This design comes from an exercise in tuning for small area and few clock cycles per item on the open sky130 flow, not from production work.
The RTL was checked by simulation tests, not by an equivalence proof against the original design.

==> 12-05: inputs <==
// aes128_core
module aes128_core (
  input  wire         clk,
  input  wire         rst,         
  input  wire         in_valid,
  output wire         in_ready,
  input  wire [127:0] in_key,
  input  wire [127:0] in_block,
  output reg          out_valid,
  input  wire         out_ready,
  output wire [127:0] out_block
);
==> module aes128_core, before the edit <==
module aes128_core (
  input  wire         clk,
  input  wire         rst,         
  input  wire         in_valid,
  output wire         in_ready,
  input  wire [127:0] in_key,
  input  wire [127:0] in_block,
  output reg          out_valid,
  input  wire         out_ready,
  output wire [127:0] out_block
);
  reg         busy;
  reg  [3:0]  round;       
  reg [127:0] state;       
  reg [127:0] rkey;        
  wire accept = in_valid && in_ready;
  assign in_ready = !busy && (!out_valid || out_ready);
  reg [7:0] rcon;          
  always @* begin
    case (round)
      4'd2:    rcon = 8'h02;
      4'd3:    rcon = 8'h04;
      4'd4:    rcon = 8'h08;
      4'd5:    rcon = 8'h10;
      4'd6:    rcon = 8'h20;
      4'd7:    rcon = 8'h40;
      4'd8:    rcon = 8'h80;
      4'd9:    rcon = 8'h1b;
      4'd10:   rcon = 8'h36;
      default: rcon = 8'h01;
    endcase
  end
  wire [127:0] k_next;
  aes_key_step u_key (.k_in(busy ? rkey : in_key), .rcon(rcon), .k_out(k_next));
  wire [127:0] s_mixed;
  aes_mix_ark u_mix (
    .a(state), .k(rkey), .s_out(s_mixed), .s_last(out_block)
  );
  wire [127:0] s_next;
  aes_sub_shift u_sub (.s_in(busy ? s_mixed : (in_block ^ in_key)), .s_out(s_next));
  always @(posedge clk) begin
    if (rst) begin
      busy      <= 1'b0;
      round     <= 4'd0;
      out_valid <= 1'b0;
    end else begin
      if (out_valid && out_ready)
        out_valid <= 1'b0;
      if (accept) begin
        busy  <= 1'b1;
        round <= 4'd2;
      end else if (busy) begin
        if (round == 4'd10) begin
          busy      <= 1'b0;
          round     <= 4'd0;
          out_valid <= 1'b1;
        end else begin
          round <= round + 4'd1;
        end
      end
    end
  end
  always @(posedge clk) begin
    if (accept || busy) begin
      state <= s_next;
      rkey  <= k_next;
    end
  end
endmodule
==> module aes_key_step, before the edit <==
module aes_key_step (
  input  wire [127:0] k_in,
  input  wire [7:0]   rcon,
  output wire [127:0] k_out
);
  genvar i, b;
  wire [31:0] kw0 = k_in[127:96];
  wire [31:0] kw1 = k_in[95:64];
  wire [31:0] kw2 = k_in[63:32];
  wire [31:0] kw3 = k_in[31:0];
  wire [31:0] rot = {kw3[23:0], kw3[31:24]};
  wire [31:0] sub;
  wire [31:0] nw0, nw1, nw2, nw3, t0;
  generate
    for (i = 0; i < 4; i = i + 1) begin : g_ks
      aes_sbox u_sbox (.in(rot[31-8*i -: 8]), .out(sub[31-8*i -: 8]));
    end
    for (b = 0; b < 32; b = b + 1) begin : g_kx
      if (b >= 24) begin : g_rc
        g_xor2 u_rc (.a(kw0[b]), .b(rcon[b-24]), .y(t0[b]));
      end else begin : g_norc
        assign t0[b] = kw0[b];
      end
      g_xor2 u_w0 (.a(t0[b]),  .b(sub[b]), .y(nw0[b]));
      g_xor2 u_w1 (.a(kw1[b]), .b(nw0[b]), .y(nw1[b]));
      g_xor2 u_w2 (.a(kw2[b]), .b(nw1[b]), .y(nw2[b]));
      g_xor2 u_w3 (.a(kw3[b]), .b(nw2[b]), .y(nw3[b]));
    end
  endgenerate
  assign k_out = {nw0, nw1, nw2, nw3};
endmodule
==> module aes_sub_shift, before the edit <==
module aes_sub_shift (
  input  wire [127:0] s_in,
  output wire [127:0] s_out
);
  genvar i;
  wire [127:0] sb;
  generate
    for (i = 0; i < 16; i = i + 1) begin : g_sub
      aes_sbox u_sbox (.in(s_in[127-8*i -: 8]), .out(sb[127-8*i -: 8]));
    end
    for (i = 0; i < 16; i = i + 1) begin : g_shift
      localparam integer R = i % 4;
      localparam integer C = i / 4;
      localparam integer SRC = 4 * ((C + R) % 4) + R;
      assign s_out[127-8*i -: 8] = sb[127-8*SRC -: 8];
    end
  endgenerate
endmodule
==> module aes_mix_ark, before the edit <==
module aes_mix_ark (
  input  wire [127:0] a,
  input  wire [127:0] k,
  output wire [127:0] s_out,
  output wire [127:0] s_last
);
  genvar i, b, n;
  generate
    for (b = 0; b < 128; b = b + 1) begin : g_ark
      g_xor2 u_h (.a(a[b]), .b(k[b]), .y(s_last[b]));
    end
  endgenerate
  generate
    for (i = 0; i < 4; i = i + 1) begin : g_mix
      wire [31:0] ac = a[127-32*i -: 32];
      wire [31:0] h = s_last[127-32*i -: 32];
      wire [31:0] u;        
      wire [31:0] x;        
      wire [7:0]  t;
      wire [31:0] f;
      for (b = 0; b < 4; b = b + 1) begin : g_byte
        localparam integer HI = 31 - 8*b;              
        localparam integer NX = 31 - 8*((b + 1) % 4);  
        wire [7:0] ub = u[HI -: 8];
        for (n = 0; n < 8; n = n + 1) begin : g_u
          g_xor2 u_u (.a(ac[HI-7+n]), .b(ac[NX-7+n]), .y(u[HI-7+n]));
        end
        assign x[HI-7] = ub[7];
        g_xor2 u_x1 (.a(ub[0]), .b(ub[7]), .y(x[HI-6]));
        assign x[HI-5] = ub[1];
        g_xor2 u_x3 (.a(ub[2]), .b(ub[7]), .y(x[HI-4]));
        g_xor2 u_x4 (.a(ub[3]), .b(ub[7]), .y(x[HI-3]));
        assign x[HI:HI-2] = ub[6:4];
        for (n = 0; n < 8; n = n + 1) begin : g_o
          g_xor2 u_f (.a(t[n]), .b(x[HI-7+n]), .y(f[HI-7+n]));
          g_xor2 u_o (.a(f[HI-7+n]), .b(h[HI-7+n]), .y(s_out[127-32*i-8*b-7+n]));
        end
      end
      for (b = 0; b < 8; b = b + 1) begin : g_t
        g_xor2 u_t (.a(u[24+b]), .b(u[8+b]), .y(t[b]));
      end
    end
  endgenerate
endmodule
clock: 8.0 ns
lec_check: 0
cap_margin: 20
core_margin: 2
core_utilization: 45
place_density: 0.55
slew_margin: 20
synth_hierarchical: 1
synth_minimum_keep_size: 0
standard.sh (not shown) runs the stock make flow with config.mk's settings and CLKGATE_MAP_FILE= SYNTH_SCRIPT=/design/flow/synth_recipe.tcl, a recipe that flattens the netlist after the stock synthesis.
==> flow/flow/run.sh <==
#!/bin/bash
# The standard layout, with the port buffers made of buf_1 cells rather than
# the delay-buffer cells that buffer_ports picks on its own.
set -euo pipefail
bash standard.sh BUFFER_PORTS_ARGS="-buffer_cell sky130_fd_sc_hd__buf_1" finish > flow_make.log 2>&1
==> inputs of 06-20, as changes to 12-05 <==
--- a/flow/design.v
+++ b/flow/design.v
@@ -157,31 +157,45 @@
 );
+  localparam integer K     = 1;           
+  localparam integer STEPS = 10 / K;      
   reg         busy;
-  reg  [3:0]  round;       
-  reg [127:0] state;       
+  reg  [3:0]  step;        
+  reg [127:0] state;
   reg [127:0] rkey;        
   wire accept = in_valid && in_ready;
-  assign in_ready = !busy && (!out_valid || out_ready);
-  reg [7:0] rcon;          
-  always @* begin
-    case (round)
-      4'd2:    rcon = 8'h02;
-      4'd3:    rcon = 8'h04;
-      4'd4:    rcon = 8'h08;
-      4'd5:    rcon = 8'h10;
-      4'd6:    rcon = 8'h20;
-      4'd7:    rcon = 8'h40;
-      4'd8:    rcon = 8'h80;
-      4'd9:    rcon = 8'h1b;
-      4'd10:   rcon = 8'h36;
-      default: rcon = 8'h01;
-    endcase
-  end
-  wire [127:0] k_next;
-  aes_key_step u_key (.k_in(busy ? rkey : in_key), .rcon(rcon), .k_out(k_next));
-  wire [127:0] s_mixed;
-  aes_mix_ark u_mix (
-    .a(state), .k(rkey), .s_out(s_mixed), .s_last(out_block)
-  );
-  wire [127:0] s_next;
-  aes_sub_shift u_sub (.s_in(busy ? s_mixed : (in_block ^ in_key)), .s_out(s_next));
+  assign in_ready  = !busy && (!out_valid || out_ready);
+  assign out_block = state;
+  wire [127:0] s_in = busy ? state : (in_block ^ in_key);
+  wire [127:0] k_in = busy ? rkey  : in_key;
+  function [7:0] rcon_of;
+    input integer r;
+    begin
+      case (r)
+        1: rcon_of = 8'h01;  2: rcon_of = 8'h02;  3: rcon_of = 8'h04;
+        4: rcon_of = 8'h08;  5: rcon_of = 8'h10;  6: rcon_of = 8'h20;
+        7: rcon_of = 8'h40;  8: rcon_of = 8'h80;  9: rcon_of = 8'h1b;
+        default: rcon_of = 8'h36;
+      endcase
+    end
+  endfunction
+  wire [127:0] s_mid [0:K];
+  wire [127:0] k_mid [0:K];
+  assign s_mid[0] = s_in;
+  assign k_mid[0] = k_in;
+  genvar j;
+  generate
+    for (j = 0; j < K; j = j + 1) begin : g_round
+      reg [7:0] rcon;
+      integer s;
+      always @* begin
+        rcon = 8'h00;
+        for (s = 0; s < STEPS; s = s + 1)
+          if (step == s) rcon = rcon_of(s * K + j + 1);
+      end
+      wire mix = (j != K - 1) || (step != STEPS - 1);
+      aes_round u_round (
+        .s_in(s_mid[j]), .k_in(k_mid[j]), .rcon(rcon), .mix(mix),
+        .s_out(s_mid[j+1]), .k_out(k_mid[j+1])
+      );
+    end
+  endgenerate
   always @(posedge clk) begin
@@ -189,3 +203,3 @@
       busy      <= 1'b0;
-      round     <= 4'd0;
+      step      <= 4'd0;
       out_valid <= 1'b0;
@@ -195,11 +209,12 @@
       if (accept) begin
-        busy  <= 1'b1;
-        round <= 4'd2;
+        busy <= (STEPS > 1);
+        step <= (STEPS > 1) ? 4'd1 : 4'd0;
+        if (STEPS == 1) out_valid <= 1'b1;
       end else if (busy) begin
-        if (round == 4'd10) begin
+        if (step == STEPS - 1) begin
           busy      <= 1'b0;
-          round     <= 4'd0;
+          step      <= 4'd0;
           out_valid <= 1'b1;
         end else begin
-          round <= round + 4'd1;
+          step <= step + 4'd1;
         end
@@ -209,11 +224,13 @@
   always @(posedge clk) begin
-    if (accept || busy) begin
-      state <= s_next;
-      rkey  <= k_next;
-    end
+    if (accept || busy)
+      state <= s_mid[K];
+    rkey <= k_mid[K];
   end
 endmodule
-module aes_key_step (
+module aes_round (
+  input  wire [127:0] s_in,
   input  wire [127:0] k_in,
   input  wire [7:0]   rcon,
+  input  wire         mix,
+  output wire [127:0] s_out,
   output wire [127:0] k_out
@@ -245,8 +262,2 @@
   assign k_out = {nw0, nw1, nw2, nw3};
-endmodule
-module aes_sub_shift (
-  input  wire [127:0] s_in,
-  output wire [127:0] s_out
-);
-  genvar i;
   wire [127:0] sb;
@@ -256,2 +267,5 @@
     end
+  endgenerate
+  wire [127:0] sr;
+  generate
     for (i = 0; i < 16; i = i + 1) begin : g_shift
@@ -260,16 +274,3 @@
       localparam integer SRC = 4 * ((C + R) % 4) + R;
-      assign s_out[127-8*i -: 8] = sb[127-8*SRC -: 8];
-    end
-  endgenerate
-endmodule
-module aes_mix_ark (
-  input  wire [127:0] a,
-  input  wire [127:0] k,
-  output wire [127:0] s_out,
-  output wire [127:0] s_last
-);
-  genvar i, b, n;
-  generate
-    for (b = 0; b < 128; b = b + 1) begin : g_ark
-      g_xor2 u_h (.a(a[b]), .b(k[b]), .y(s_last[b]));
+      assign sr[127-8*i -: 8] = sb[127-8*SRC -: 8];
     end
@@ -278,4 +279,4 @@
     for (i = 0; i < 4; i = i + 1) begin : g_mix
-      wire [31:0] ac = a[127-32*i -: 32];
-      wire [31:0] h = s_last[127-32*i -: 32];
+      wire [31:0] a = sr[127-32*i -: 32];
+      wire [31:0] k = k_out[127-32*i -: 32];
       wire [31:0] u;        
@@ -283,13 +284,14 @@
       wire [7:0]  t;
-      wire [31:0] f;
+      wire [31:0] f, g, h;
       for (b = 0; b < 4; b = b + 1) begin : g_byte
-        localparam integer HI = 31 - 8*b;              
+        localparam integer HI = 31 - 8*b;             
         localparam integer NX = 31 - 8*((b + 1) % 4);  
         wire [7:0] ub = u[HI -: 8];
+        genvar n;
         for (n = 0; n < 8; n = n + 1) begin : g_u
-          g_xor2 u_u (.a(ac[HI-7+n]), .b(ac[NX-7+n]), .y(u[HI-7+n]));
+          g_xor2 u_u (.a(a[HI-7+n]), .b(a[NX-7+n]), .y(u[HI-7+n]));
         end
-        assign x[HI-7] = ub[7];
+        assign x[HI-7]   = ub[7];
         g_xor2 u_x1 (.a(ub[0]), .b(ub[7]), .y(x[HI-6]));
-        assign x[HI-5] = ub[1];
+        assign x[HI-5]   = ub[1];
         g_xor2 u_x3 (.a(ub[2]), .b(ub[7]), .y(x[HI-4]));
@@ -298,4 +300,6 @@
         for (n = 0; n < 8; n = n + 1) begin : g_o
-          g_xor2 u_f (.a(t[n]), .b(x[HI-7+n]), .y(f[HI-7+n]));
-          g_xor2 u_o (.a(f[HI-7+n]), .b(h[HI-7+n]), .y(s_out[127-32*i-8*b-7+n]));
+          g_xor2  u_f (.a(t[n]), .b(x[HI-7+n]), .y(f[HI-7+n]));
+          g_nand2 u_g (.a(f[HI-7+n]), .b(mix), .y(g[HI-7+n]));
+          g_xor2  u_h (.a(a[HI-7+n]), .b(k[HI-7+n]), .y(h[HI-7+n]));
+          g_xnor2 u_o (.a(g[HI-7+n]), .b(h[HI-7+n]), .y(s_out[127-32*i-(31-HI)-7+n]));
         end
==> flow/run.sh (new file) <==
#!/bin/bash
# synth_recipe.tcl (not shown) runs the flow's synth.tcl, then flattens the netlist and writes it again
# the make line also repeats each setting of config.mk as NAME=value (left out here)
make -C /OpenROAD-flow-scripts/flow DESIGN_CONFIG=/design/flow/config.mk WORK_HOME=/design/flow/orfs CLKGATE_MAP_FILE= SYNTH_SCRIPT=/design/flow/synth_recipe.tcl finish
removed: flow/flow/run.sh
removed: flow/standard.sh
==> notes.md <==
The run finished with no timing, DRC or antenna violations. Yosys attributes the largest share of cell area to xor2_1 51%, edfxtp_1 20%, xnor2_1 12%, nand2_1 7.3%, mux2_2 3.8%. Global routing used between 30% and 40% of the available met1 tracks. The share of Yosys cell area claimed by the top area cell type came out at between 50% and 60%. The critical path buffer and inverter count is 4.

The sequential share of cell area came out at 18.40%. The per-cell via count in the routed design came out at just under 5. The DRC marker count from the first detailed-route iteration came out at roughly 1.8k. The slack of the worst reg-to-reg path is between 0.8 and 0.9 ns. In the synthesized netlist the dominant register cell turns out to be edfxtp_1.

The wire length the detailed router placed on met1 came out at about 55000 um. The fraction of the yosys area taken by sequential cells came out at 20.78%. Once layout is done, the placed cells without fillers occupy between 40000 and 50000 um2.
# the run above: 12-05

==> notes.md <==
For this run, global-route usage on met1 was measured as 41.10%. In the final layout, flip-flops and latches take up 12.73% of the cell area. The final cell area excluding filler cells is about 50000 um2. TritonCTS built the clock tree. Of the synthesized area, sequential elements account for around 18%. In the routed layout, each cell is associated on average with a via count of 4.662. Counting both buffers and inverters, the worst setup path holds a total of 2.

Among all flip-flop cells after synthesis, the most frequent one is dfxtp_1. The top cell type by area accounts for between 40% and 50% of the synthesized area. The slack of the worst reg-to-reg path is ~0.67 ns. The wire length the detailed router placed on met1 came out at around 60000 um. The run finished with no timing, DRC or antenna violations.
# the run above: 06-20

Testbench counts of 12-05, summed over its fixed seeds: cycles 19,208, items 1,920.
Testbench counts of 06-20, summed over its fixed seeds: cycles 19,208, items 1,920.

## re-timing with driven ports
How much do the figures lean on ideal ports? The routed layouts below were timed once more, with nothing changed but the port constraints.
Step 1 sets driving cells, clkbuf_16 on the clock port and buf_2 on the other inputs (assumed; they add their load-dependent delay and slew).
Step 2, shift: input delay + t, output delay - t, t = (earliest + latest rising clock arrival at the registers) / 2. This alone moves slack from input paths to output paths.
a / b / c = ideal ports / drivers / drivers and shift; a / b = the first two.
| run | t, ns | slack for setup (ns) | latest minus earliest clock arrival (ns) | slew at the worst register clock pin (ns) | worst slew at a driven data input, ns |
|---|---|---|---|---|---|
| 12-05 | 0.625 | 0.678 / 0.724 / 0.099 | 0.029 / 0.029 | 0.07 / 0.07 | 0.09 |
| 06-20 | 0.621 | 0.400 / 0.441 / -0.180 | 0.022 / 0.023 | 0.06 / 0.06 | 0.06 |
Met with ideal ports but missed after step 2: setup timing in 06-20. For 06-20, which loses most, drivers alone change the setup slack by +0.041 ns; drivers and shift together by -0.580 ns.
